This design comes from an exercise in tuning for small area, a short achievable clock period and few clock cycles per item on the open sky130 flow, not from production work. Where RTL was checked, it was by simulation tests only, not by an equivalence proof against the original. Function not checked in runs 6 and 7: the RTL went through the layout flow alone.

===== design/flow/design.v =====
module sha256_blk (
    input  wire         clk,
    input  wire         rst,           
    input  wire         in_valid,
    output reg          in_ready,
    input  wire         in_first,      
    input  wire [511:0] in_block,      
    output reg          out_valid,     
    output wire [255:0] digest         
);
    function [31:0] rotr;
        input [31:0] x;
        input integer n;
        begin
            rotr = (x >> n) | (x << (32 - n));
        end
    endfunction
    localparam [255:0] IV = {32'h6a09e667, 32'hbb67ae85, 32'h3c6ef372, 32'ha54ff53a,
                             32'h510e527f, 32'h9b05688c, 32'h1f83d9ab, 32'h5be0cd19};
    reg  [31:0] a, b, c, d, e, f, g, h;
    reg  [31:0] HA0, HA1, HA2, HA3;    
    reg  [31:0] HE0, HE1, HE2, HE3;    
    reg  [31:0] W [0:15];              
    reg  [31:0] hkw;                   
    reg  [31:0] kreg;                  
    reg  [6:0]  cnt;
    reg         pre;        
    reg         rnd;        
    reg         run;        
    reg         fin;        
    reg         ldiv;       
    reg         curfirst;   
    reg         finfirst;   
    reg  [1:0]  ph;         
    assign digest = {HA3, HA2, HA1, HA0, HE3, HE2, HE1, HE0};
    reg [31:0] k_c;
    always @(*) begin
        case (cnt)
            7'd0: k_c = 32'h428a2f98;
            7'd1: k_c = 32'h71374491;
            7'd2: k_c = 32'hb5c0fbcf;
            7'd3: k_c = 32'he9b5dba5;
            7'd4: k_c = 32'h3956c25b;
            7'd5: k_c = 32'h59f111f1;
            7'd6: k_c = 32'h923f82a4;
            7'd7: k_c = 32'hab1c5ed5;
            7'd8: k_c = 32'hd807aa98;
            7'd9: k_c = 32'h12835b01;
            7'd10: k_c = 32'h243185be;
            7'd11: k_c = 32'h550c7dc3;
            7'd12: k_c = 32'h72be5d74;
            7'd13: k_c = 32'h80deb1fe;
            7'd14: k_c = 32'h9bdc06a7;
            7'd15: k_c = 32'hc19bf174;
            7'd16: k_c = 32'he49b69c1;
            7'd17: k_c = 32'hefbe4786;
            7'd18: k_c = 32'h0fc19dc6;
            7'd19: k_c = 32'h240ca1cc;
            7'd20: k_c = 32'h2de92c6f;
            7'd21: k_c = 32'h4a7484aa;
            7'd22: k_c = 32'h5cb0a9dc;
            7'd23: k_c = 32'h76f988da;
            7'd24: k_c = 32'h983e5152;
            7'd25: k_c = 32'ha831c66d;
            7'd26: k_c = 32'hb00327c8;
            7'd27: k_c = 32'hbf597fc7;
            7'd28: k_c = 32'hc6e00bf3;
            7'd29: k_c = 32'hd5a79147;
            7'd30: k_c = 32'h06ca6351;
            7'd31: k_c = 32'h14292967;
            7'd32: k_c = 32'h27b70a85;
            7'd33: k_c = 32'h2e1b2138;
            7'd34: k_c = 32'h4d2c6dfc;
            7'd35: k_c = 32'h53380d13;
            7'd36: k_c = 32'h650a7354;
            7'd37: k_c = 32'h766a0abb;
            7'd38: k_c = 32'h81c2c92e;
            7'd39: k_c = 32'h92722c85;
            7'd40: k_c = 32'ha2bfe8a1;
            7'd41: k_c = 32'ha81a664b;
            7'd42: k_c = 32'hc24b8b70;
            7'd43: k_c = 32'hc76c51a3;
            7'd44: k_c = 32'hd192e819;
            7'd45: k_c = 32'hd6990624;
            7'd46: k_c = 32'hf40e3585;
            7'd47: k_c = 32'h106aa070;
            7'd48: k_c = 32'h19a4c116;
            7'd49: k_c = 32'h1e376c08;
            7'd50: k_c = 32'h2748774c;
            7'd51: k_c = 32'h34b0bcb5;
            7'd52: k_c = 32'h391c0cb3;
            7'd53: k_c = 32'h4ed8aa4a;
            7'd54: k_c = 32'h5b9cca4f;
            7'd55: k_c = 32'h682e6ff3;
            7'd56: k_c = 32'h748f82ee;
            7'd57: k_c = 32'h78a5636f;
            7'd58: k_c = 32'h84c87814;
            7'd59: k_c = 32'h8cc70208;
            7'd60: k_c = 32'h90befffa;
            7'd61: k_c = 32'ha4506ceb;
            7'd62: k_c = 32'hbef9a3f7;
            7'd63: k_c = 32'hc67178f2;
            default: k_c = 32'h0;
        endcase
    end
    reg  [15:0] wsel;
    reg  [31:0] w_in;
    integer j;
    always @(*) begin
        w_in = 32'h0;
        for (j = 0; j < 16; j = j + 1)
            w_in = w_in | (in_block[511 - 32*j -: 32] & {32{wsel[j]}});
    end
    wire [1:0]  k4 = {~cnt[1], cnt[0]};
    reg  [31:0] iva, ive;
    always @(*) begin
        case (k4)
            2'd0: begin iva = IV[159:128]; ive = IV[31:0];  end
            2'd1: begin iva = IV[191:160]; ive = IV[63:32]; end
            2'd2: begin iva = IV[223:192]; ive = IV[95:64]; end
            default: begin iva = IV[255:224]; ive = IV[127:96]; end
        endcase
    end
    wire        addh = pre & fin;
    wire [31:0] ha_in = addh ? (finfirst ? iva : HA0) : 32'h0;
    wire [31:0] he_in = addh ? (finfirst ? ive : HE0) : 32'h0;
    wire [31:0] fa = ha_in + d;
    wire [31:0] fe = he_in + h;
    wire [31:0] S1  = rotr(e, 6) ^ rotr(e, 11) ^ rotr(e, 25);
    wire [31:0] ch  = (e & f) ^ (~e & g);
    wire [31:0] S0  = rotr(a, 2) ^ rotr(a, 13) ^ rotr(a, 22);
    wire [31:0] maj = (a & b) ^ (a & c) ^ (b & c);
    wire [31:0] p_s = hkw ^ S1 ^ ch;
    wire [31:0] p_c = {(hkw[30:0] & S1[30:0]) | (hkw[30:0] & ch[30:0]) | (S1[30:0] & ch[30:0]), 1'b0};
    wire [31:0] q_s = p_s ^ p_c ^ S0;
    wire [31:0] q_c = {(p_s[30:0] & p_c[30:0]) | (p_s[30:0] & S0[30:0]) | (p_c[30:0] & S0[30:0]), 1'b0};
    wire [31:0] r_s = q_s ^ q_c ^ maj;
    wire [31:0] r_c = {(q_s[30:0] & q_c[30:0]) | (q_s[30:0] & maj[30:0]) | (q_c[30:0] & maj[30:0]), 1'b0};
    wire [31:0] u_s = p_s ^ p_c ^ d;
    wire [31:0] u_c = {(p_s[30:0] & p_c[30:0]) | (p_s[30:0] & d[30:0]) | (p_c[30:0] & d[30:0]), 1'b0};
    wire [31:0] an  = r_s + r_c;
    wire [31:0] en  = u_s + u_c;
    wire [31:0] s0  = rotr(W[1], 7) ^ rotr(W[1], 18) ^ (W[1] >> 3);
    wire [31:0] s1  = rotr(W[14], 17) ^ rotr(W[14], 19) ^ (W[14] >> 10);
    wire [31:0] wn  = s1 + W[9] + s0 + W[0];
    integer k;
    always @(posedge clk) begin
        if (rnd) begin
            a <= an;
            e <= en;
        end else if (pre & ldiv) begin
            a <= iva;
            e <= ive;
        end else begin
            a <= fa;
            e <= fe;
        end
        b <= a; c <= b; d <= c;
        f <= e; g <= f; h <= g;
        HA3 <= addh ? fa : HA0;
        HA2 <= HA3; HA1 <= HA2; HA0 <= HA1;
        HE3 <= addh ? fe : HE0;
        HE2 <= HE3; HE1 <= HE2; HE0 <= HE1;
        for (k = 0; k < 15; k = k + 1)
            W[k] <= W[k + 1];
        W[15] <= (cnt[6:4] == 3'd0) ? w_in : wn;
        wsel  <= (cnt == 7'd127) ? 16'h0001 : {wsel[14:0], 1'b0};
        kreg <= k_c;
        hkw  <= g + kreg + W[15];
        cnt <= cnt + 7'd1;
        if (rst) begin
            pre       <= 1'b0;
            rnd       <= 1'b0;
            run       <= 1'b0;
            fin       <= 1'b0;
            ldiv      <= 1'b0;
            ph        <= 2'd0;
            in_ready  <= 1'b0;
            out_valid <= 1'b0;
        end else begin
            out_valid <= addh & (cnt == 7'd1);
            in_ready  <= rnd & (cnt == 7'd14);
            if (pre) begin
                if (cnt == 7'd1) begin
                    pre <= 1'b0;
                    fin <= 1'b0;
                    rnd <= run;
                    ph  <= 2'd0;
                end
            end else if (rnd) begin
                if (cnt == 7'd65) begin
                    rnd      <= 1'b0;
                    pre      <= 1'b1;
                    fin      <= 1'b1;
                    finfirst <= curfirst;
                    run      <= in_valid;
                    ldiv     <= in_valid & in_first;
                    curfirst <= in_first;
                    cnt      <= 7'd126;
                end
            end else begin
                ph <= ph + 2'd1;
                if (in_valid && (in_first || ph == 2'd3)) begin
                    pre      <= 1'b1;
                    run      <= 1'b1;
                    ldiv     <= in_first;
                    curfirst <= in_first;
                    cnt      <= 7'd126;
                end
            end
        end
    end
endmodule

===== design/flow/flow/run.sh =====
#!/bin/bash
# Standard ORFS flow (the standard.sh, unchanged synthesis), with:
#  - the port buffers made from the smallest buffer cell (buf_1) instead of
#    the default choice; every input and output still gets its own buffer;
set -euo pipefail
export BUFFER_PORTS_ARGS="-buffer_cell sky130_fd_sc_hd__buf_1"
export SETUP_SLACK_MARGIN=${MARGIN:-7}
bash standard.sh > standard.log 2>&1

===== design/flow/standard.sh =====
#!/bin/bash
# synth_recipe.tcl (not shown) runs the flow's synth.tcl, then flattens the netlist and writes it again
# the make line also repeats each setting of config.mk as NAME=value (left out here)
make -C /OpenROAD-flow-scripts/flow DESIGN_CONFIG=/design/flow/config.mk WORK_HOME=/design/flow/orfs CLKGATE_MAP_FILE= SYNTH_SCRIPT=/design/flow/synth_recipe.tcl "${@:-finish}"

===== design/flow/config.mk =====
export PLATFORM = sky130hd
export DESIGN_NAME = sha256_blk
export DESIGN_NICKNAME = sha256_blk
export VERILOG_FILES = /design/flow/design.v
export SDC_FILE = /design/flow/constraint.sdc
export NUM_CORES = 4
export LEC_CHECK = 0
export CAP_MARGIN = 20
export CORE_MARGIN = 2
export CORE_UTILIZATION = 50
export CTS_CLUSTER_DIAMETER = 80
export CTS_CLUSTER_SIZE = 24
export SLEW_MARGIN = 20

===== design/flow/constraint.sdc =====
create_clock -name core_clock -period 12.0 [get_ports {clk}]
set_input_delay 2.4000 -clock core_clock [delete_from_list [all_inputs] [get_ports {clk}]]
set_output_delay 2.4000 -clock core_clock [all_outputs]
set_load 0.01 [all_outputs]

==> results of run 1 <==
==> routing by layer <==
metal,vias up,share of wire (%)
li1,17400,-
met1,19600,41
met2,2293,43
met3,482,11
met4,14,5.2
met5,-,0.040
==> worst max-delay path by stage <==
stage | slack, ns | startpoint | endpoint | depth (start not counted)
floorplan | 7.20 | e[1]$_DFF_P_ | a[31]$_DFF_P_ | 19
global placement | 6.56 | e[26]$_DFF_P_ | a[31]$_DFF_P_ | 20
detailed placement | 6.43 | cnt[1]$_DFF_P_ | e[30]$_DFF_P_ | 17
CTS | 7.01 | cnt[1]$_DFF_P_ | a[28]$_DFF_P_ | 19
global route | 6.93 | e[12]$_DFF_P_ | a[31]$_DFF_P_ | 20
finish | 7.05 | e[12]$_DFF_P_ | e[15]$_DFF_P_ | 18
==> cells by family (layout without fill, tap and decap cells) <==
| family | Yosys count | in the layout |
|---|---|---|
| AOI/OAI and AO/OA | 1179 | 1179 |
| DFF | 1122 | 1122 |
| and+or+nand+nor | 814 | 814 |
| buffers and inverters | 548 | 1267 |
| adders and majority gates | 454 | 454 |
| xor gates and xnor gates | 413 | 413 |
| muxes | 91 | 91 |
| other | 0 | 21 |
==> layout make-up <==
cell class / count / share of cell area [%]
multi-input combinational: 2951 / 44.1
sequential: 1122 / 41.3
timing repair buffer: 834 / 6.15
tap: 1276 / 2.92
clock buffer: 59 / 2.56
inverter: 361 / 2.49
clock inverter: 13 / 0.419
antenna: 21 / 0.0962
==> Yosys cell counts, types with 122 or more instances <==
master    number  area share (%)
inv_1        359             2.8
a22oi_1      185             2.9
o21ai_0      160             1.7
ha_1         204             5.3
fa_1         219             9.1
a21oi_1      300             3.1
nand2_1      221             1.7
nor2_1       193             1.5
dfxtp_1     1120              46
xnor2_1      291             5.3
xor2_1       122             2.2
clkbuf_1     149             1.2
==> state kept, by name, summed over array words and instances, names as in the netlist, 2 cells and up <==
name and cells:
HE2 32, HE3 32, W 512, c 32, ph 2, HA2 32, HA0 32, g 32
f 32, wsel 16, b 32, cnt 7, a 32, hkw 32, e 32, HA1 32
h 32, HA3 32, HE1 32, kreg 32, HE0 32, d 32
==> per-stage QoR <==
step	setup WS (ns)	instance area, um^2	utilization [%]	instances
floorplan	7.20	48400	-	4621
CTS	7.01	54300	56.4	6605
finish	7.05	54600	56.8	6637
global placement	6.56	52600	54.6	6532
detailed placement	6.43	52600	54.6	6532
global route	6.93	54600	56.7	6628
==> worst max-delay path: stages (launching register included) <==
cell and delay, ns:
dfxtp_4 0.38, xnor2_4 0.16, xnor2_2 0.16, fa_1 0.56, inv_2 0.07, fa_1 0.48, inv_1 0.04, ha_1 0.26
fa_1 0.50, a211o_1 0.28, o211ai_1 0.18, o211ai_1 0.35, a21oi_1 0.35, o21bai_1 0.12, a21oi_1 0.27, o21bai_1 0.12
xor2_1 0.18, a22oi_1 0.20, nand2_1 0.11
==> timing repair <==
item | 4_1_cts | 5_1_grt
resized for setup | 21 | 73
endpoints found under the setup margin | 51 | 38
pin swaps | 3 | 24
setup buffers | 1 | 10
==> impl_metrics.ini, run 1 <==
[clocking]
worstSkewPairLatency_ns = 0.71
cts_sinks = 1122
cts_tree = yes
cts_buffers = 55
holdBufCountCts = 0
ctsLongestPathBuffers = 3
clkTransAtPathRegs_ns = 0.10
cts_htree_levels = 2
cts_root_buf = clkbuf_16

[route]
vias_per_cell = 6.00
first_iter_violations = 4681
vias = 39800
drt-total-wl_mm = 211
post_drt_wl_per_cell_um = 31.9
drt_pre_antenna_iters = 7
ant_nets = 0
drc = 0

[min_path]
min_path_cells = 0
worstHoldStart = b[9]$_DFF_P_
holdPathEnd = c[9]$_DFF_P_
hp-class = reg -> reg

[floorplan]
chipHeight_um = 315
die_area_um2 = 99300
boundaryPins = 774
start_util_pct = 50.2
rows = 114
core_um2 = 96300
dieWidth_um = 315

[synthesis]
synth_adder_area_share_pct = 15.0
synth-compound-area-share_pct = 16.6
yosys_register_bits = 1122
seq_area_frac_synth_pct = 46.5
synth_cell_type_count = 93
synthMuxAreaShare_pct = 2.15
synth-main-ff-cell = dfxtp_1
synth_top_family_by_area = compound AO/OA/AOI/OAI gates
async_reset_ff_share_pct = 0
synth-edff-count = 2
yosysWarnings = 2
synth_nets = 5560
synth-simple-area-share_pct = 8.06
syn_area_um2 = 48400
syn_avg_cell_area_um2 = 10.5
synth-xor-area-share_pct = 7.48
synth_cells = 4621

[final_layout]
finalNetCount = 6264
area.sequential_um2 = 22600
multi_input_area_um2 = 24100
final_cell_mix = dfxtp_1 (1,075), buf_1 (773), inv_1 (352)
fill_cells = 8452
syn2layout_area_growth_pct = 13.0
final_common_cell = dfxtp_1
drive_gt1_share_pct = 6.16

[timing]
post-route-period-util_pct = 41.3
fmax_ghz = 0.202
finalHoldViolations = 0
fin_crit_ns = 4.95
setup_viol = 0
fin_tns_setup_ns = 0
holdWs_ns = 0.293
rsz0062_at_grt = true
slew_headroom_pct = 3.97
clock-skew-final_ns = 0.0813
worst_pin_slew_ns = 1.44
slew_violations = 0

[setup_path]
worst_ep_arrival_time_ns = 5.49
cp.required_ns = 12.54
r2r_start = e[12]$_DFF_P_
cp-start-kind = flip-flop
endpoint_kind = flip-flop
r2r_slack_ns = 7.05
path_max_fanout = 4
reg2reg_to = e[15]$_DFF_P_
reg2regPathDepth = 18
worstSetupPathType = reg -> reg

[outcome]
status = complete, no violations

[global_route]
met3_usage_pct = 12.6
grt_pass1_vias = 38100
grt_pass1_wl_mm = 287
met2_usage_pct = 60.9
grt_max_degree = 79
grt_most_used_layer = met2
grt-ovfl-total = 0
antenna_found_initial = 40
use_met1_pct = 55.8
grt_usage_pct = 41.3

[placement]
numPortBuffers = 773
gp_congestion = 1.09
hpwlAfterDp_mm = 172

[run]
cap_violations = 0
Testbench counts, summed over its fixed seeds: cycles 39,488, blocks 580.
==> inputs of run 2 (changes only) <==
--- a/design/flow/config.mk
+++ b/design/flow/config.mk
@@ -7,2 +7,3 @@
 export LEC_CHECK = 0
+export ABC_AREA = 1
 export CAP_MARGIN = 20
==> run 2 against run 1 <==
Still clean; global-route usage up 1.3 points; fmax up 2.1%; register-to-register slack better by 0.10 ns; clock skew down 0.041 ns; first-iteration DRC count up 48%; area after synthesis up 7.8%.
==> impl_metrics.ini, run 2 <==
[outcome]
status = complete, no violations

[clocking]
cts_post_setup_buffers_inserted = 0
cts_htree_levels = 2
cts_sinks = 1122
holdBufCountCts = 0
ctsLongestPathBuffers = 3
clkTransAtPathRegs_ns = 0.09
worstSkewPairLatency_ns = 0.71
cts_tree = yes
cts_buffers = 61
cts_root_buf = clkbuf_16
post_cts_resized = 0

[route]
ant_nets = 0
vias_per_cell = 5.80
drc = 0
drt-total-wl_mm = 235
drt_pre_antenna_iters = 10
vias = 48500
post_drt_wl_per_cell_um = 28.1
first_iter_violations = 6911

[final_layout]
stdcell_area_um2 = 58300
utilization_pct = 56.3
drive_gt1_share_pct = 3.74
top_register = W
final_common_cell = nand2_1
final_cell_mix = nand2_1 (1,450), dfxtp_1 (1,114), inv_1 (797)
final_cells = 8349
syn2layout_area_growth_pct = 11.8
finalNetCount = 7873
largest_reg_flops = 512

[setup_path]
endpoint = a[18]$_DFF_P_
reg2regPathDepth = 15
cp-startpoint = cnt[0]$_DFF_P_
endpoint_kind = flip-flop
cp.required_ns = 12.57
worstSetupPathType = reg -> reg
reg2reg_to = a[18]$_DFF_P_
r2r_start = cnt[0]$_DFF_P_
cp-start-kind = flip-flop
worst_ep_arrival_time_ns = 5.42
r2r_slack_ns = 7.15
path_max_fanout = 11

[floorplan]
dieWidth_um = 327
chipHeight_um = 327
boundaryPins = 774
start_util_pct = 50.4
rows = 118
core_um2 = 103000
die_area_um2 = 107000

[timing]
fin_tns_setup_ns = 0
fmax_ghz = 0.206
fin_crit_ns = 4.85
setup_viol = 0
setup_ws_ns = 7.15
finalHoldViolations = 0
post-route-period-util_pct = 40.4
clock-skew-final_ns = 0.0401
slew_headroom_pct = 17.6
rsz0062_at_grt = false
worst_pin_slew_ns = 1.24
slew_violations = 0

[placement]
hpwlAfterDp_mm = 196
numPortBuffers = 773
placedCellCount = 8250
gp_congestion = 1.19
placement.cell_area_um2 = 56400
dp_slack_ns = 7.22

[global_route]
grt_usage_pct = 42.6
antenna_found_initial = 31
grt_pass1_wl_mm = 325
grt-ovfl-total = 0
grt_pass1_vias = 45600
grt_max_degree = 61

[synthesis]
synth_adder_area_share_pct = 13.9
synth-simple-area-share_pct = 19.6
synth-edff-count = 2
synth-xor-area-share_pct = 5.56
synth_cell_type_count = 74
synth_common_cells = nand2_1 (1,450), dfxtp_1 (1,120), inv_1 (797)
synth-compound-area-share_pct = 9.97
yosysWarnings = 2
yosys_register_bits = 1122
async_reset_ff_share_pct = 0
syn_area_um2 = 52200
synthMuxAreaShare_pct = 0.643
yosys.cell_count.top_type = nand2_1
synth-main-ff-cell = dfxtp_1
synth_top_cell_by_area = dfxtp_1
synth_nets = 7154
seq_area_frac_synth_pct = 43.1
synth.top_cell.area_share_pct = 43.0
synth_top_family_by_area = simple AND/OR/NAND/NOR gates
synth_cells = 6215
synthTopCellsByArea = dfxtp_1 (43%), nand2_1 (10%), fa_1 (8.4%)
syn_avg_cell_area_um2 = 8.39

[min_path]
min_path_cells = 0
hp-class = reg -> reg

[run]
cap_violations = 0
[run 2: cell types whose count changed in the layout (fill, tap and decap cells not counted), sizes merged, moves of 47 or more]
cell	before	now
nand2	221	1476
inv	360	824
nor2	194	452
nand3	94	317
a22oi	185	3
xnor2	291	173
o21ai	191	290
nand2b	73	3
a211oi	73	10
a21o	76	20
nand4	37	88
mux2	75	28
[run 2: cell type report]
type                            instances  area [um^2]
Sequential cell                      1122        22500
Antenna cell                           12         30.0
Timing Repair Buffer                  814         3210
Inverter                              813         3060
Fill cell                            9597        45200
Multi-Input combinational cell       4122        25900
Tap cell                             1380         1730
Clock inverter                         22          339
Clock buffer                           64         1560
[run 2: how the worst min path moves through the flow]
stage	startpoint	end	slack, ns
floorplan	W[11][0]$_DFF_P_	W[10][0]$_DFF_P_	0.31
global placement	W[3][31]$_DFF_P_	W[2][31]$_DFF_P_	0.31
detailed placement	W[2][10]$_DFF_P_	W[1][10]$_DFF_P_	0.31
CTS	W[8][10]$_DFF_P_	W[7][10]$_DFF_P_	0.30
global route	W[8][10]$_DFF_P_	W[7][10]$_DFF_P_	0.31
finish	W[8][10]$_DFF_P_	W[7][10]$_DFF_P_	0.31
[run 2: worst max-delay path, stage by stage, from the launching register on]
cell and delay, ns:
dfxtp_1 0.76, inv_2 0.30, ha_1 0.59, nor2_1 0.29, nand3b_1 0.52, nand2_1 0.14, ha_1 0.39, nand2_1 0.18
o21ai_0 0.42, a21oi_1 0.13, nand2_2 0.20, nand2_1 0.11, nand3_1 0.10, nand3_1 0.18, nand2_1 0.28, nand2_1 0.12
[run 2: logic make-up after synthesis]
| family | count (synthesis) |
|---|---|
| DFF | 1122 |
| muxes | 30 |
| adders and majority gates | 453 |
| xor gates and xnor gates | 331 |
| and+or+nand+nor | 2439 |
| AOI/OAI and AO/OA | 869 |
| buffers and inverters | 971 |
[run 2: stage by stage]
| step | hold slack [ns] |
|---|---|
| 3_5_place_dp | 0.312 |
| 5_1_grt | 0.309 |
| 6_report | 0.314 |
| 4_1_cts | 0.299 |
| 2_1_floorplan | 0.310 |
| 3_3_place_gp | 0.310 |
[run 2: routing by layer]
layer	GRT usage (%)	up-vias	part of all wire [%]
li1	-	21300	-
met1	57.9	22900	40
met2	60.0	3554	40
met3	15.0	648	14
met4	20.8	28	6.0
met5	0	-	0.076
==> inputs of run 3 (changes only) <==
--- a/design/flow/flow/run.sh
+++ b/design/flow/flow/run.sh
@@ -6,3 +6,3 @@
 export BUFFER_PORTS_ARGS="-buffer_cell sky130_fd_sc_hd__buf_1"
-export SETUP_SLACK_MARGIN=${MARGIN:-7}
+export SETUP_SLACK_MARGIN=${MARGIN:-7.5}
 bash standard.sh > standard.log 2>&1
--- a/design/flow/config.mk
+++ b/design/flow/config.mk
@@ -7,3 +7,2 @@
 export LEC_CHECK = 0
-export ABC_AREA = 1
 export CAP_MARGIN = 20
@@ -14 +13,2 @@
 export SLEW_MARGIN = 20
+export TNS_END_PERCENT = 20
==> run 3 against run 2 <==
Core utilization grew 1.2 points; largest cell class unchanged; non-clock buffer count grew 43; critical path type unchanged; sequential share of layout area grew 2.3 points; critical path depth grew 2; fmax shrank 0.59%; flip-flop and latch count is the same; area after synthesis shrank 7.2%; via count shrank 17%; first-iteration DRC count shrank 25%; highest routed layer unchanged; die area shrank 7.2%.
==> impl_metrics.ini, run 3 <==
[outcome]
status = complete, no violations

[route]
drt_pre_antenna_iters = 9
drc = 0
post_drt_wl_per_cell_um = 32.3
vias = 40300
vias_per_cell = 6.05
ant_nets = 0
first_iter_violations = 5207
drt-total-wl_mm = 215

[clocking]
cts_buffers = 56
ctsLongestPathBuffers = 3
cts_tree = yes
cts_sinks = 1122
cts_root_buf = clkbuf_16
worstSkewPairLatency_ns = 0.70
cts_htree_levels = 2
holdBufCountCts = 0
clkTransAtPathRegs_ns = 0.10

[setup_path]
worstSetupPathType = reg -> reg
slowest_delay_ns = 0.63
reg2regPathDepth = 17
cp-startpoint = e[12]$_DFF_P_
cp-start-kind = flip-flop
r2r_slack_ns = 7.12
reg2reg_to = a[31]$_DFF_P_
r2r_start = e[12]$_DFF_P_
worst_ep_arrival_time_ns = 5.49
worst_path_max_delay_cell = fa_2
path_cells = mux2_4, fa_2, inv_2, fa_1, inv_2, fa_1, ha_4, a211o_1, o211ai_1, o21ai_1, a21boi_2, nor4_4, o21ai_2, o21ai_2, a221oi_2, xnor2_1, a21o_1
cp.required_ns = 12.61
path_max_fanout = 7
endpoint_kind = flip-flop

[synthesis]
yosysWarnings = 2
syn_area_um2 = 48400
async_reset_ff_share_pct = 0
synthMuxAreaShare_pct = 2.15
synth_nets = 5560
synth_cell_type_count = 93
synth-compound-area-share_pct = 16.6
synth_common_cells = dfxtp_1 (1,120), inv_1 (359), a21oi_1 (300)
synth_cells = 4621
synth_top_cell_by_area = dfxtp_1
synth-main-ff-cell = dfxtp_1
synth_top_family_by_area = compound AO/OA/AOI/OAI gates
synth-simple-area-share_pct = 8.06
synth_adder_area_share_pct = 15.0
seq_area_frac_synth_pct = 46.5
syn_avg_cell_area_um2 = 10.5
synth.top_cell.area_share_pct = 46.4
synth-xor-area-share_pct = 7.48
synthTopCellsByArea = dfxtp_1 (46%), fa_1 (9.1%), ha_1 (5.3%)
yosys.cell_count.top_type = dfxtp_1
synth-edff-count = 2
yosys_register_bits = 1122

[timing]
setup_viol = 0
slew_headroom_pct = 17.7
holdWs_ns = 0.324
fin_tns_setup_ns = 0
clock-skew-final_ns = 0.0654
finalHoldViolations = 0
fin_crit_ns = 4.88
fmax_ghz = 0.205
post-route-period-util_pct = 40.7
worst_pin_slew_ns = 1.23
rsz0062_at_grt = true
slew_violations = 0

[run]
cap_violations = 0

[global_route]
grt_max_degree = 86
antenna_found_initial = 36
grt_pass1_vias = 38700
grt_usage_pct = 41.9
grt_pass1_wl_mm = 292
grt-ovfl-total = 0

[final_layout]
drive_gt1_share_pct = 8.67
final_cell_mix = dfxtp_1 (1,042), buf_1 (773), inv_1 (342)
top_register = W
fill_cells = 8187
final_common_cell = dfxtp_1
multi_input_area_um2 = 24600
area.sequential_um2 = 22600
syn2layout_area_growth_pct = 14.6
largest_reg_flops = 512
utilization_pct = 57.6
finalNetCount = 6289

[placement]
hpwlAfterDp_mm = 173
gp_congestion = 1.07
numPortBuffers = 773

[floorplan]
start_util_pct = 50.2
die_area_um2 = 99300
core_um2 = 96300
chipHeight_um = 315
rows = 114
dieWidth_um = 315
boundaryPins = 774

[min_path]
min_path_cells = 0
worstHoldStart = W[7][26]$_DFF_P_
hp-class = reg -> reg
holdPathEnd = W[6][26]$_DFF_P_
run 3: critical path, delay by kind of cell, from the launching register on:
family,cells,cell delay [ns]
DFF,1,0.42
AOI/OAI and AO/OA,8,1.73
muxes,1,0.32
xor gates and xnor gates,1,0.11
and+or+nand+nor,1,0.09
adders and majority gates,4,2.02
buffers and inverters,2,0.14
run 3: timing repair:
item,CTS,global route
gates cloned,1,0
setup buffers,28,10
resized for setup,143,90
pin swaps,54,44
endpoints found under the setup margin,112,59
run 3: layer usage:
metal / GRT usage, % / routed length, um / vias to the layer above
li1: - / - / 17400
met4: 17.4 / 11100 / 8
met2: 61.9 / 91400 / 2572
met1: 58.6 / 89700 / 19800
met3: 10.2 / 22500 / 509
met5: 0 / 76 / -
run 3: cell families after synthesis:
| family | after synthesis |
|---|---|
| AOI/OAI and AO/OA | 1179 |
| xor gates and xnor gates | 413 |
| and+or+nand+nor | 814 |
| adders and majority gates | 454 |
| DFF | 1122 |
| muxes | 91 |
| buffers and inverters | 548 |
run 3: final cells by class:
cell class	count	share of cell area, %
Sequential cell	1122	40.8
Multi-Input combinational cell	2952	44.4
Clock buffer	60	2.59
Timing Repair Buffer	857	6.39
Inverter	361	2.45
Clock inverter	12	0.366
Tap cell	1276	2.88
Antenna cell	16	0.0722
run 3: worst max path at each step:
stage,end,cells past startpoint,slack [ns]
finish,a[31]$_DFF_P_,17,7.12
global placement,a[28]$_DFF_P_,19,6.61
CTS,W[15][29]$_DFF_P_,17,7.20
floorplan,a[31]$_DFF_P_,18,7.50
detailed placement,a[28]$_DFF_P_,19,6.39
global route,a[29]$_DFF_P_,21,6.97
run 3: through the flow:
step	worst slack, ns	std cells	instance area [um^2]
6_report	7.12	6656	55400
5_1_grt	6.97	6651	55400
4_1_cts	7.20	6629	54900
3_5_place_dp	6.39	6528	52600
3_3_place_gp	6.61	6528	52600
2_1_floorplan	7.50	4621	48400
==> inputs of run 4 (changes only) <==
--- a/design/flow/config.mk
+++ b/design/flow/config.mk
@@ -13,2 +13 @@
 export SLEW_MARGIN = 20
-export TNS_END_PERCENT = 20
==> run 4 against run 3 <==
Still clean on timing, DRC and antenna; critical path type unchanged; hold slack got worse by 0.0059 ns.
==> impl_metrics.ini, run 4 <==
[timing]
setup_ws_ns = 7.08
fmax_ghz = 0.203
slew_violations = 0
setup_viol = 0
finalHoldViolations = 0
post-route-period-util_pct = 41.0
slew_headroom_pct = 13.2
fin_crit_ns = 4.92
worst_pin_slew_ns = 1.30
clock-skew-final_ns = 0.0604
fin_tns_setup_ns = 0
rsz0062_at_grt = true

[placement]
gp_congestion = 1.07
dp_slack_ns = 6.39
numPortBuffers = 773
hpwlAfterDp_mm = 173
placement.cell_area_um2 = 52600

[setup_path]
path_max_fanout = 4
reg2regPathDepth = 21
r2r_start = e[26]$_DFF_P_
worst_path_max_delay_cell = fa_1
worstSetupPathDepth = 21
endpoint_kind = flip-flop
slowest_delay_ns = 0.59
reg2reg_to = a[31]$_DFF_P_
worstSetupPathType = reg -> reg
endpoint = a[31]$_DFF_P_
cp-start-kind = flip-flop
r2r_slack_ns = 7.08
crit_family = adder cells
cp-startpoint = e[26]$_DFF_P_
cp.required_ns = 12.60
worst_ep_arrival_time_ns = 5.52
crit_buf_inv = 4
path_cells = xnor2_4, xnor2_2, fa_1, inv_2, fa_1, fa_1, inv_2, ha_4, inv_2, fa_2, nor2b_4, o31ai_4, a32oi_2, nor4_4, buf_4, nor4_4, o21ai_2, o21ai_2, a221oi_2, xnor2_1, a21o_1

[synthesis]
yosys_register_bits = 1122
synth_nets = 5560
synthTopCellsByArea = dfxtp_1 (46%), fa_1 (9.1%), ha_1 (5.3%)
synth_cell_type_count = 93
synth-edff-count = 2
yosysWarnings = 2
synth_cells = 4621
syn_area_um2 = 48400
async_reset_ff_share_pct = 0
yosys.cell_count.top_type = dfxtp_1
synth-main-ff-cell = dfxtp_1
synth_common_cells = dfxtp_1 (1,120), inv_1 (359), a21oi_1 (300)
seq_area_frac_synth_pct = 46.5
syn_avg_cell_area_um2 = 10.5
synth_top_cell_by_area = dfxtp_1
synth.top_cell.area_share_pct = 46.4

[floorplan]
core_um2 = 96300
boundaryPins = 774
start_util_pct = 50.2
dieWidth_um = 315
chipHeight_um = 315
rows = 114
die_area_um2 = 99300

[route]
post_drt_wl_per_cell_um = 32.3
drt_pre_antenna_iters = 6
first_iter_violations = 5443
drt-total-wl_mm = 216
vias = 40600
vias_per_cell = 6.07
ant_nets = 0
drc = 0

[final_layout]
finalNetCount = 6317
stdcell_area_um2 = 56000
drive_gt1_share_pct = 10.2
largest_reg_flops = 512
final_cell_mix = dfxtp_1 (1,044), buf_1 (773), inv_1 (330)
syn2layout_area_growth_pct = 15.8
top_register = W
fill_cells = 8080
final_common_cell = dfxtp_1

[min_path]
hp-class = reg -> reg
worstHoldStart = f[5]$_DFF_P_

[outcome]
status = complete, no violations

[run]
cap_violations = 0

[global_route]
grt-ovfl-total = 0
grt_pass1_wl_mm = 293
antenna_found_initial = 35
grt_pass1_vias = 38800
grt_usage_pct = 42.0
grt_max_degree = 86

[clocking]
cts_sinks = 1122
cts_tree = yes
cts_root_buf = clkbuf_16
cts_htree_levels = 2
ctsLongestPathBuffers = 3
worstSkewPairLatency_ns = 0.69
holdBufCountCts = 0
cts_buffers = 56
clkTransAtPathRegs_ns = 0.10
[run 4: cell count changes in the layout (fill, tap and decap cells not counted), moves of 7 or more]
| cell | delta |
|---|---|
| a21oi_2 | +13 |
| ha_4 | +9 |
| buf_6 | +7 |
| ha_1 | -7 |
| dfxtp_2 | -7 |
| inv_2 | +10 |
| buf_4 | +21 |
| inv_1 | -12 |
| a21oi_1 | -13 |
[run 4: area by class of cell]
class                      count  area, um^2  share of cell area, %
tap                         1276        1600                   2.85
timing repair buffer         885        3780                   6.74
multi-input combinational   2952       24900                   44.5
sequential                  1122       22600                   40.4
inverter                     361        1370                   2.44
clock inverter                12         203                  0.362
clock buffer                  60        1440                   2.56
antenna                       21        52.6                 0.0938
[run 4: per-stage QoR]
step	instances	utilization, %	hold WS, ns
6_report	6689	58.2	0.318
5_1_grt	6682	58.2	0.325
4_1_cts	6636	57.3	0.316
3_5_place_dp	6528	54.6	0.312
3_3_place_gp	6528	54.6	0.310
2_1_floorplan	4621	-	0.310
[run 4: kinds of logic (layout without fill, tap and decap cells)]
logic type,Yosys count,in the layout,share of synthesized area (%)
fa+ha+maj,454,454,15.0
simple gates,814,815,8.06
compound gates,1179,1179,16.6
mux,91,91,2.15
buf+inv,548,1318,4.28
other cells,0,21,0
xor+xnor,413,413,7.48
flops,1122,1122,46.5
[run 4: layer usage]
layer	share of wire, %	routed length [um]	GRT usage [%]	vias to the layer above
met2	43	92000	62.0	2584
met1	42	89900	58.6	20000
met3	11	23000	10.4	519
met4	5.2	11200	18.0	2
li1	-	-	-	17500
met5	0.0051	11	0	-
[run 4: timing repair]
item / in CTS / in global routing
gates resized for setup: 194 / 122
hold endpoints to repair: 0 / 0
pin swaps: 79 / 84
setup buffers: 35 / 31
cloned: 1 / 0
setup endpoints to repair: 112 / 53
[run 4: worst min path at each step]
stage	end	slack (ns)	depth (start not counted)
CTS	g[5]$_DFF_P_	0.32	0
global placement	W[6][25]$_DFF_P_	0.31	0
finish	g[5]$_DFF_P_	0.32	0
floorplan	W[10][0]$_DFF_P_	0.31	0
detailed placement	W[10][29]$_DFF_P_	0.31	0
global route	g[5]$_DFF_P_	0.32	0
==> inputs of run 5 (changes only) <==
--- a/design/flow/config.mk
+++ b/design/flow/config.mk
@@ -7,3 +7,3 @@
 export LEC_CHECK = 0
-export CAP_MARGIN = 20
+export CAP_MARGIN = 5
 export CORE_MARGIN = 2
@@ -12,2 +12,2 @@
 export CTS_CLUSTER_SIZE = 24
-export SLEW_MARGIN = 20
+export SLEW_MARGIN = 5
==> run 5 against run 4 <==
Still clean on timing, DRC and antenna; synthesized cell count did not move; die area did not move; first-iteration DRC count fell by 3.3%; wire length rose by 0.11%; critical path type unchanged; critical endpoint unchanged.
==> impl_metrics.ini, run 5 <==
[final_layout]
largest_reg_flops = 512
utilization_pct = 58.2
final_cell_mix = dfxtp_1 (1,044), buf_1 (773), inv_1 (330)
top_register = W
final_common_cell = dfxtp_1
drive_gt1_share_pct = 10.1
syn2layout_area_growth_pct = 15.8
fill_cells = 8080
final_cells = 6690
finalNetCount = 6316

[synthesis]
synth_cells = 4621
synth_nets = 5560
yosys.cell_count.top_type = dfxtp_1
yosys_register_bits = 1122
synth.top_cell.area_share_pct = 46.4
synth-edff-count = 2
synth-main-ff-cell = dfxtp_1
synth_common_cells = dfxtp_1 (1,120), inv_1 (359), a21oi_1 (300)
async_reset_ff_share_pct = 0
syn_area_um2 = 48400
synth_top_cell_by_area = dfxtp_1
synth_cell_type_count = 93
yosysWarnings = 2
syn_avg_cell_area_um2 = 10.5
seq_area_frac_synth_pct = 46.5
synthTopCellsByArea = dfxtp_1 (46%), fa_1 (9.1%), ha_1 (5.3%)

[route]
first_iter_violations = 5266
drt_pre_antenna_iters = 8
drt-total-wl_mm = 216
post_drt_wl_per_cell_um = 32.3
drc = 0
ant_nets = 0
vias = 40600
vias_per_cell = 6.07

[setup_path]
path_max_fanout = 4
worst_path_max_delay_cell = fa_1
r2r_start = e[26]$_DFF_P_
cp-startpoint = e[26]$_DFF_P_
endpoint_kind = flip-flop
worst_ep_arrival_time_ns = 5.52
worstSetupPathType = reg -> reg
reg2regPathDepth = 21
endpoint = a[31]$_DFF_P_
worstSetupPathDepth = 21
reg2reg_to = a[31]$_DFF_P_
crit_buf_inv = 4
path_cells = xnor2_4, xnor2_2, fa_1, inv_2, fa_1, fa_1, inv_2, ha_4, inv_2, fa_2, nor2b_4, o31ai_4, a32oi_2, nor4_4, buf_4, nor4_4, o21ai_2, o21ai_2, a221oi_2, xnor2_1, a21o_1
r2r_slack_ns = 7.09
crit_family = adder cells
slowest_delay_ns = 0.59
cp-start-kind = flip-flop
cp.required_ns = 12.60

[timing]
setup_viol = 0
slew_violations = 0
fmax_ghz = 0.204
worst_pin_slew_ns = 1.39
fin_crit_ns = 4.91
holdWs_ns = 0.317
finalHoldViolations = 0
clock-skew-final_ns = 0.0621
post-route-period-util_pct = 40.9
slew_headroom_pct = 6.23
rsz0062_at_grt = true
fin_tns_setup_ns = 0

[clocking]
cts_buffers = 56
clkTransAtPathRegs_ns = 0.10
cts_root_buf = clkbuf_16
worstSkewPairLatency_ns = 0.70
ctsLongestPathBuffers = 3
holdBufCountCts = 0
cts_tree = yes
cts_htree_levels = 2
cts_sinks = 1122

[global_route]
grt_pass1_vias = 38800
grt_most_used_layer = met2
grt_max_degree = 86
grt_usage_pct = 42.0
grt_pass1_wl_mm = 293
use_met1_pct = 58.6
grt-ovfl-total = 0
antenna_found_initial = 36
met3_usage_pct = 10.4
met2_usage_pct = 62.0

[placement]
placedCellCount = 6528
hpwlAfterDp_mm = 173
gp_congestion = 1.07
numPortBuffers = 773

[run]
cap_violations = 0

[outcome]
status = complete, no violations

[floorplan]
rows = 114
dieWidth_um = 315
start_util_pct = 50.2
core_um2 = 96300
die_area_um2 = 99300
chipHeight_um = 315
boundaryPins = 774

[min_path]
hp-class = reg -> reg
## run 5: cell count changes in the layout (fill, tap and decap cells not counted)
cell	before	now
diode_2	21	23
o21ai_1	29	28
buf_4	103	102
o21ai_0	151	152
## run 5: layout make-up
class | count | area, um^2 | area share [%]
timing repair buffer | 884 | 3770 | 6.73
antenna | 23 | 57.6 | 0.103
clock inverter | 12 | 203 | 0.362
tap | 1276 | 1600 | 2.85
multi-input combinational | 2952 | 24900 | 44.5
sequential | 1122 | 22600 | 40.4
clock buffer | 60 | 1440 | 2.56
inverter | 361 | 1370 | 2.44
## run 5: timing repair
| action | CTS | global route |
|---|---|---|
| resized for setup | 194 | 122 |
| pin swaps | 79 | 84 |
| gates cloned | 1 | 0 |
| buffers inserted | 35 | 31 |
| setup endpoints to repair | 112 | 53 |
## run 5: stage by stage
step / cell area, um^2 / setup slack (ns)
floorplan: 48400 / 7.50
global placement: 52600 / 6.61
detailed placement: 52600 / 6.39
CTS: 55100 / 7.20
global route: 56000 / 6.98
finish: 56000 / 7.09
## run 5: how the worst min path moves through the flow
stage	cells after the start	to	start
6_report	0	g[5]$_DFF_P_	f[5]$_DFF_P_
5_1_grt	0	g[5]$_DFF_P_	f[5]$_DFF_P_
4_1_cts	0	g[5]$_DFF_P_	f[5]$_DFF_P_
3_5_place_dp	0	W[10][29]$_DFF_P_	W[11][29]$_DFF_P_
3_3_place_gp	0	W[6][25]$_DFF_P_	W[7][25]$_DFF_P_
2_1_floorplan	0	W[10][0]$_DFF_P_	W[11][0]$_DFF_P_
## run 5: logic make-up (layout without fill, tap and decap cells)
family	Yosys count	in the layout	synth area share, %
and+or+nand+nor	814	815	8.06
other	0	23	0
AOI/OAI and AO/OA	1179	1179	16.6
adders and majority gates	454	454	15.0
buffers and inverters	548	1317	4.28
muxes	91	91	2.15
xor gates and xnor gates	413	413	7.48
DFF	1122	1122	46.5
## run 5: metal layers
| layer | vias to the layer above | routed length [um] |
|---|---|---|
| li1 | 17500 | - |
| met1 | 19900 | 89700 |
| met5 | - | 25 |
| met4 | 4 | 11300 |
| met2 | 2660 | 91800 |
| met3 | 508 | 23500 |
## run 5: worst register-to-register path, delay by kind of cell (launching register included)
kind / cells / cell delay [ns]
compound gates: 6 / 1.30
simple gates: 3 / 0.34
flops: 1 / 0.38
fa+ha+maj: 5 / 2.06
xor+xnor: 3 / 0.42
buf+inv: 4 / 0.35
==> inputs of run 6 (changes only) <==
--- a/design/flow/design.v
+++ b/design/flow/design.v
@@ -132,12 +132,16 @@
     wire [31:0] maj = (a & b) ^ (a & c) ^ (b & c);
-    wire [31:0] p_s = hkw ^ S1 ^ ch;
-    wire [31:0] p_c = {(hkw[30:0] & S1[30:0]) | (hkw[30:0] & ch[30:0]) | (S1[30:0] & ch[30:0]), 1'b0};
-    wire [31:0] q_s = p_s ^ p_c ^ S0;
-    wire [31:0] q_c = {(p_s[30:0] & p_c[30:0]) | (p_s[30:0] & S0[30:0]) | (p_c[30:0] & S0[30:0]), 1'b0};
-    wire [31:0] r_s = q_s ^ q_c ^ maj;
-    wire [31:0] r_c = {(q_s[30:0] & q_c[30:0]) | (q_s[30:0] & maj[30:0]) | (q_c[30:0] & maj[30:0]), 1'b0};
-    wire [31:0] u_s = p_s ^ p_c ^ d;
-    wire [31:0] u_c = {(p_s[30:0] & p_c[30:0]) | (p_s[30:0] & d[30:0]) | (p_c[30:0] & d[30:0]), 1'b0};
-    wire [31:0] an  = r_s + r_c;
-    wire [31:0] en  = u_s + u_c;
+    wire [31:0] S1b  = rotr(e, 25) ^ rotr(e, 6) ^ rotr(e, 11);
+    wire [31:0] S0b  = rotr(a, 22) ^ rotr(a, 2) ^ rotr(a, 13);
+    wire [31:0] majb = (a & (b | c)) | (b & c);
+    wire [31:0] p_s  = hkw ^ S1 ^ ch;
+    wire [31:0] p_sb = hkw ^ S1b ^ ch;
+    wire [31:0] p_c  = {(hkw[30:0] & S1b[30:0]) | (hkw[30:0] & ch[30:0]) | (S1b[30:0] & ch[30:0]), 1'b0};
+    wire [31:0] q_s  = p_s ^ p_c ^ S0;
+    wire [31:0] q_c  = {(p_s[30:0] & p_c[30:0]) | (p_s[30:0] & S0b[30:0]) | (p_c[30:0] & S0b[30:0]), 1'b0};
+    wire [31:0] r_s  = q_s ^ q_c ^ maj;
+    wire [31:0] r_c  = {(q_s[30:0] & q_c[30:0]) | (q_s[30:0] & majb[30:0]) | (q_c[30:0] & majb[30:0]), 1'b0};
+    wire [31:0] u_s  = p_s ^ p_c ^ d;
+    wire [31:0] u_c  = {(p_sb[30:0] & p_c[30:0]) | (p_sb[30:0] & d[30:0]) | (p_c[30:0] & d[30:0]), 1'b0};
+    wire [31:0] an   = r_s + r_c;
+    wire [31:0] en   = u_s + u_c;
     wire [31:0] s0  = rotr(W[1], 7) ^ rotr(W[1], 18) ^ (W[1] >> 3);
--- a/design/flow/config.mk
+++ b/design/flow/config.mk
@@ -7,3 +7,3 @@
 export LEC_CHECK = 0
-export CAP_MARGIN = 5
+export CAP_MARGIN = 20
 export CORE_MARGIN = 2
@@ -12,2 +12,2 @@
 export CTS_CLUSTER_SIZE = 24
-export SLEW_MARGIN = 5
+export SLEW_MARGIN = 20
==> run 6 against run 5 <==
Register-to-register slack gained 0.16 ns; synthesized cell count grew 3.8%; highest routed layer unchanged; first-iteration DRC count grew 30%; setup slack gained 0.16 ns; cell count grew 3.2%; largest cell class unchanged; hold slack lost 0.0010 ns; cell area grew 3.8%; flip-flop and latch count is the same; core utilization grew 1.2 points.
==> impl_metrics.ini, run 6 <==
[floorplan]
dieWidth_um = 318
boundaryPins = 774
core_um2 = 98000
die_area_um2 = 101000
chipHeight_um = 318
start_util_pct = 50.3
rows = 115

[global_route]
grt_usage_pct = 46.0
antenna_found_initial = 66
grt_max_degree = 80
grt_pass1_vias = 41400
grt_pass1_wl_mm = 325
grt-ovfl-total = 0

[setup_path]
path_max_fanout = 3
reg2reg_to = a[21]$_DFF_P_
worst_path_max_delay_cell = xnor2_2
worst_ep_arrival_time_ns = 5.33
cp-start-kind = flip-flop
slowest_delay_ns = 0.45
endpoint = a[21]$_DFF_P_
r2r_start = e[19]$_DFF_P_
cp-startpoint = e[19]$_DFF_P_
reg2regPathDepth = 19
worstSetupPathType = reg -> reg
endpoint_kind = flip-flop
r2r_slack_ns = 7.25
cp.required_ns = 12.58
path_cells = xor2_2, xnor2_2, fa_2, inv_2, ha_1, xnor2_2, ha_1, xor2_1, ha_1, a21o_1, a21o_1, a21oi_2, o32a_1, nand3b_1, a21o_1, a21o_1, a21oi_2, xor2_2, mux2i_1
crit_top_cell = a21o_1

[final_layout]
final_common_cell = dfxtp_1
drive_gt1_share_pct = 12.5
syn2layout_area_growth_pct = 18.1
top_register = W
multi_input_area_um2 = 27300
finalNetCount = 6483
area.sequential_um2 = 22700
final_cell_mix = dfxtp_1 (1,039), buf_1 (773), a21oi_1 (295)
fill_cells = 7859
utilization_pct = 59.4
final_cells = 6907
largest_reg_flops = 512

[outcome]
status = complete, no violations

[timing]
post-route-period-util_pct = 39.6
fin_tns_setup_ns = 0
fin_crit_ns = 4.75
slew_headroom_pct = 19.3
clock-skew-final_ns = 0.0711
worst_pin_slew_ns = 1.21
setup_ws_ns = 7.25
fmax_ghz = 0.210
slew_violations = 0
rsz0062_at_grt = true
finalHoldViolations = 0
setup_viol = 0

[route]
drt-total-wl_mm = 247
vias = 44200
drt_pre_antenna_iters = 10
vias_per_cell = 6.40
first_iter_violations = 6858
post_drt_wl_per_cell_um = 35.8
ant_nets = 0
drc = 0

[placement]
placedCellCount = 6722
numPortBuffers = 773
hpwlAfterDp_mm = 193
gp_congestion = 1.13
dp_slack_ns = 6.48

[clocking]
holdBufCountCts = 0
cts_root_buf = clkbuf_16
cts_buffers = 55
cts_tree = yes
ctsLongestPathBuffers = 3
worstSkewPairLatency_ns = 0.73
cts_sinks = 1122
clkTransAtPathRegs_ns = 0.10
cts_htree_levels = 2

[min_path]
hp-class = reg -> reg

[synthesis]
syn_avg_cell_area_um2 = 10.3
synth-edff-count = 2
async_reset_ff_share_pct = 0
seq_area_frac_synth_pct = 45.7
synthTopCellsByArea = dfxtp_1 (46%), ha_1 (6.7%), xnor2_1 (6.6%)
synth.top_cell.area_share_pct = 45.5
synth_nets = 5707
syn_area_um2 = 49200
yosysWarnings = 2
synth_cell_type_count = 83
synth_common_cells = dfxtp_1 (1,120), xnor2_1 (370), a21oi_1 (315)
synth_cells = 4798
synth-main-ff-cell = dfxtp_1
yosys.cell_count.top_type = dfxtp_1
yosys_register_bits = 1122
synth_top_cell_by_area = dfxtp_1

[run]
cap_violations = 0
run 6: cell count changes in the layout (fill, tap and decap cells not counted), sizes merged, moves of 23 or more:
cell / change
ha: +60
o21ai: +23
or2: +34
maj3: +29
xnor2: +79
inv: -109
xor2: +92
o21ba: +31
mux2: -29
mux2i: +27
fa: -90
run 6: how the worst min path moves through the flow:
stage | cells past startpoint | startpoint | slack (ns) | endpoint
floorplan | 0 | W[11][0]$_DFF_P_ | 0.31 | W[10][0]$_DFF_P_
global placement | 0 | W[3][29]$_DFF_P_ | 0.31 | W[2][29]$_DFF_P_
detailed placement | 0 | W[11][4]$_DFF_P_ | 0.31 | W[10][4]$_DFF_P_
CTS | 0 | W[13][7]$_DFF_P_ | 0.32 | W[12][7]$_DFF_P_
global route | 0 | c[12]$_DFF_P_ | 0.31 | d[12]$_DFF_P_
finish | 0 | c[12]$_DFF_P_ | 0.32 | d[12]$_DFF_P_
run 6: logic make-up after synthesis:
family / after synthesis / synth area share (%)
XOR/XNOR: 584 / 10.4
AND/OR/NAND/NOR: 877 / 8.67
adder cells (fa/ha/maj): 453 / 13.2
buffers and inverters: 440 / 3.36
multiplexers: 88 / 1.96
flip-flops: 1122 / 45.7
AO/OA/AOI/OAI: 1234 / 16.8
run 6: worst max-delay path, delay by kind of cell (launching register included):
kind	cells	cell delay (ns)
fa+ha+maj	4	1.24
simple gates	1	0.16
mux	1	0.11
xor+xnor	5	1.27
buf+inv	1	0.05
compound gates	7	1.41
flops	1	0.39
run 6: layout make-up:
cell class                 instances  share of cell area (%)
multi-input combinational       3236                    46.9
sequential                      1122                    39.0
timing repair buffer             904                    6.78
tap                             1287                    2.77
clock buffer                      58                    2.40
inverter                         255                    1.68
clock inverter                    13                   0.387
antenna                           32                   0.138
run 6: timing repair:
| item | 4_1_cts | 5_1_grt |
|---|---|---|
| setup buffers | 37 | 44 |
| gates resized for setup | 201 | 265 |
| endpoints found under the setup margin | 107 | 57 |
| pin swaps | 57 | 131 |
run 6: through the flow:
step	area, um^2	hold WS (ns)
3_5_place_dp	53500	0.312
3_3_place_gp	53500	0.310
5_1_grt	58100	0.310
2_1_floorplan	49300	0.310
6_report	58200	0.316
4_1_cts	56200	0.316
run 6: layer usage:
layer  GRT usage [%]  share of wire, %  up-vias
met4            22.7               6.7       48
li1                -                 -    18300
met2            64.4                40     3531
met5           0.473              0.14        -
met1            61.8                39    21500
met3            17.4                14      810
==> inputs of run 7 (changes only) <==
--- a/design/flow/flow/run.sh
+++ b/design/flow/flow/run.sh
@@ -6,3 +6,3 @@
 export BUFFER_PORTS_ARGS="-buffer_cell sky130_fd_sc_hd__buf_1"
-export SETUP_SLACK_MARGIN=${MARGIN:-7.5}
+export SETUP_SLACK_MARGIN=${MARGIN:-7}
 bash standard.sh > standard.log 2>&1
==> run 7 against run 6 <==
Clock-buffer cell count grew 2; critical path depth unchanged; flip-flop and latch count did not move; area after synthesis did not move; global-route usage is 1.5 points lower.
==> impl_metrics.ini, run 7 <==
[global_route]
grt_max_degree = 80
grt_pass1_vias = 40200
grt_usage_pct = 44.4
grt-ovfl-total = 0
grt_pass1_wl_mm = 313
antenna_found_initial = 70

[synthesis]
synth_common_cells = dfxtp_1 (1,120), xnor2_1 (370), a21oi_1 (315)
syn_area_um2 = 49200
synth-edff-count = 2
synth-main-ff-cell = dfxtp_1
yosys.cell_count.top_type = dfxtp_1
synth_cell_type_count = 83
async_reset_ff_share_pct = 0
yosys_register_bits = 1122
syn_avg_cell_area_um2 = 10.3
synth_top_cell_by_area = dfxtp_1
synth.top_cell.area_share_pct = 45.5
synthTopCellsByArea = dfxtp_1 (46%), ha_1 (6.7%), xnor2_1 (6.6%)
seq_area_frac_synth_pct = 45.7
yosysWarnings = 2
synth_nets = 5707
synth_cells = 4798

[clocking]
cts_tree = yes
clkTransAtPathRegs_ns = 0.10
ctsLongestPathBuffers = 3
cts_htree_levels = 2
worstSkewPairLatency_ns = 0.69
cts_buffers = 56
cts_sinks = 1122
cts_root_buf = clkbuf_16
holdBufCountCts = 0

[timing]
fmax_ghz = 0.201
holdWs_ns = 0.319
finalHoldViolations = 0
worst_pin_slew_ns = 1.28
clock-skew-final_ns = 0.0441
setup_viol = 0
slew_headroom_pct = 14.6
post-route-period-util_pct = 41.4
rsz0062_at_grt = true
slew_violations = 0
fin_crit_ns = 4.97
fin_tns_setup_ns = 0

[final_layout]
top_register = W
final_common_cell = dfxtp_1
final_cells = 6821
largest_reg_flops = 512
final_cell_mix = dfxtp_1 (1,085), buf_1 (773), xnor2_1 (357)
syn2layout_area_growth_pct = 13.3
drive_gt1_share_pct = 7.00
finalNetCount = 6410

[route]
first_iter_violations = 5446
drt-total-wl_mm = 233
drt_pre_antenna_iters = 6
drc = 0
vias_per_cell = 6.20
ant_nets = 0
post_drt_wl_per_cell_um = 34.1
vias = 42300

[run]
cap_violations = 0

[min_path]
hp-class = reg -> reg

[setup_path]
crit_buf_inv = 2
endpoint_kind = flip-flop
path_cells = mux2i_2, fa_2, inv_1, ha_1, xnor2_2, ha_1, xor2_1, ha_1, a21oi_2, a31oi_2, o41ai_4, buf_4, o2111ai_2, a41oi_2, o21bai_1, a21o_1, a2111oi_4, a41o_1, a21oi_1
crit_family = compound AO/OA/AOI/OAI gates
slowest_delay_ns = 0.46
cp-start-kind = flip-flop
worst_ep_arrival_time_ns = 5.49
path_max_fanout = 5
crit_top_cell = ha_1
worstSetupPathType = reg -> reg
cp.required_ns = 12.51
worst_path_max_delay_cell = dfxtp_2

[floorplan]
die_area_um2 = 101000
core_um2 = 98000
chipHeight_um = 318
rows = 115
dieWidth_um = 318
boundaryPins = 774
start_util_pct = 50.3

[outcome]
status = complete, no violations

[placement]
gp_congestion = 1.13
placedCellCount = 6719
hpwlAfterDp_mm = 189
numPortBuffers = 773
-- run 7: cell count changes in the layout (fill, tap and decap cells not counted), moves of 15 or more --
cell | previous run | this run
xnor2_1 | 288 | 357
buf_4 | 122 | 54
xnor2_2 | 68 | 13
dfxtp_1 | 1039 | 1085
ha_1 | 229 | 259
dfxtp_4 | 34 | 5
xor2_1 | 181 | 207
ha_4 | 27 | 4
inv_1 | 231 | 250
xor2_2 | 26 | 7
dfxtp_2 | 47 | 30
inv_2 | 16 | 1
-- run 7: repair_timing --
action	CTS	global route
resized for setup	41	102
setup buffers	3	8
setup endpoints to repair	49	46
pin swaps	4	18
-- run 7: through the flow --
step           cell area (um^2)  util [%]  setup WS (ns)
4_1_cts                   55300      56.4           6.91
6_report                  55800      56.9           7.03
2_1_floorplan             49200         -           7.19
3_3_place_gp              53400      54.5           6.27
5_1_grt                   55800      56.9           6.85
3_5_place_dp              53400      54.5           6.24
-- run 7: routing by layer --
metal,GRT usage [%],wire (um)
met5,1.09,373
met2,62.9,94100
met4,18.8,11500
met1,60.8,96600
met3,16.2,30100
-- run 7: worst paths after layout --
kind / start / endpoint / slack, ns / depth (start not counted)
worst max-delay path: e[2]$_DFF_P_ / a[30]$_DFF_P_ / 7.03 / 19
worst min-delay path: W[4][1]$_DFF_P_ / W[3][1]$_DFF_P_ / 0.32 / 0
worst max register to register: e[2]$_DFF_P_ / a[30]$_DFF_P_ / 7.03 / 19
worst min register to register: W[4][1]$_DFF_P_ / W[3][1]$_DFF_P_ / 0.32 / 0
-- run 7: final cells by class --
type	instances	area (um^2)
Clock inverter	11	161
Fill cell	8421	42200
Timing Repair Buffer	830	3340
Inverter	255	965
Clock buffer	60	1450
Antenna cell	20	50.0
Tap cell	1287	1610
Sequential cell	1122	22500
Multi-Input combinational cell	3236	25700
-- run 7: logic make-up (layout without fill, tap and decap cells) --
logic type | Yosys count | in the layout | share of synthesized area, %
xor gates and xnor gates | 584 | 584 | 10.4
buffers and inverters | 440 | 1156 | 3.36
muxes | 88 | 88 | 1.96
AOI/OAI and AO/OA | 1234 | 1234 | 16.8
other | 0 | 20 | 0
and+or+nand+nor | 877 | 877 | 8.67
DFF | 1122 | 1122 | 45.7
adders and majority gates | 453 | 453 | 13.2
-- run 7: worst register-to-register path, stage by stage (launching register included) --
cell and delay (ns):
dfxtp_2 0.46, mux2i_2 0.37, fa_2 0.27, inv_1 0.07, ha_1 0.36, xnor2_2 0.18, ha_1 0.33, xor2_1 0.18
ha_1 0.36, a21oi_2 0.21, a31oi_2 0.16, o41ai_4 0.30, buf_4 0.21, o2111ai_2 0.16, a41oi_2 0.28, o21bai_1 0.11
a21o_1 0.24, a2111oi_4 0.35, a41o_1 0.15, a21oi_1 0.07

what the ideal ports hide:
No port has a modelled driver above. Below, the same layouts with a new extraction and two added sets of constraints. Step 1: set_driving_cell puts a clkbuf_16 on clk and a buf_2 on each other input, an assumption about the parent block. Step 2 moves the port delays by t, midway between the first and last clock arrival at a register: inputs arrive t later, outputs are due t later. That takes back most of the time a late clock gives input paths. Slacks: ideal / step 1 / step 2; pairs: ideal / step 1.
| run | shift t [ns] | setup WS [ns] | worst register clock-pin slew, ns | worst data-port slew with drivers (ns) | pins driven straight from the clock port |
|---|---|---|---|---|---|
| run 1 | 0.744 | 7.047 / 7.047 / 6.896 | 0.10 / 0.10 | 0.22 | 1 |
| run 2 | 0.764 | 7.149 / 7.149 / 7.149 | 0.10 / 0.10 | 0.20 | 1 |
| run 3 | 0.741 | 7.120 / 7.120 / 7.120 | 0.10 / 0.10 | 0.21 | 1 |
| run 4 | 0.736 | 7.078 / 7.078 / 7.078 | 0.10 / 0.10 | 0.19 | 1 |
| run 5 | 0.737 | 7.088 / 7.088 / 7.088 | 0.10 / 0.10 | 0.19 | 1 |
| run 6 | 0.772 | 7.249 / 7.249 / 6.825 | 0.12 / 0.12 | 0.31 | 1 |
| run 7 | 0.743 | 7.028 / 7.028 / 7.013 | 0.11 / 0.11 | 0.32 | 1 |
After both steps every run listed still meets setup and hold. For run 6, which loses most, drivers alone change the setup slack by 0.000 ns; drivers and shift together by -0.424 ns.
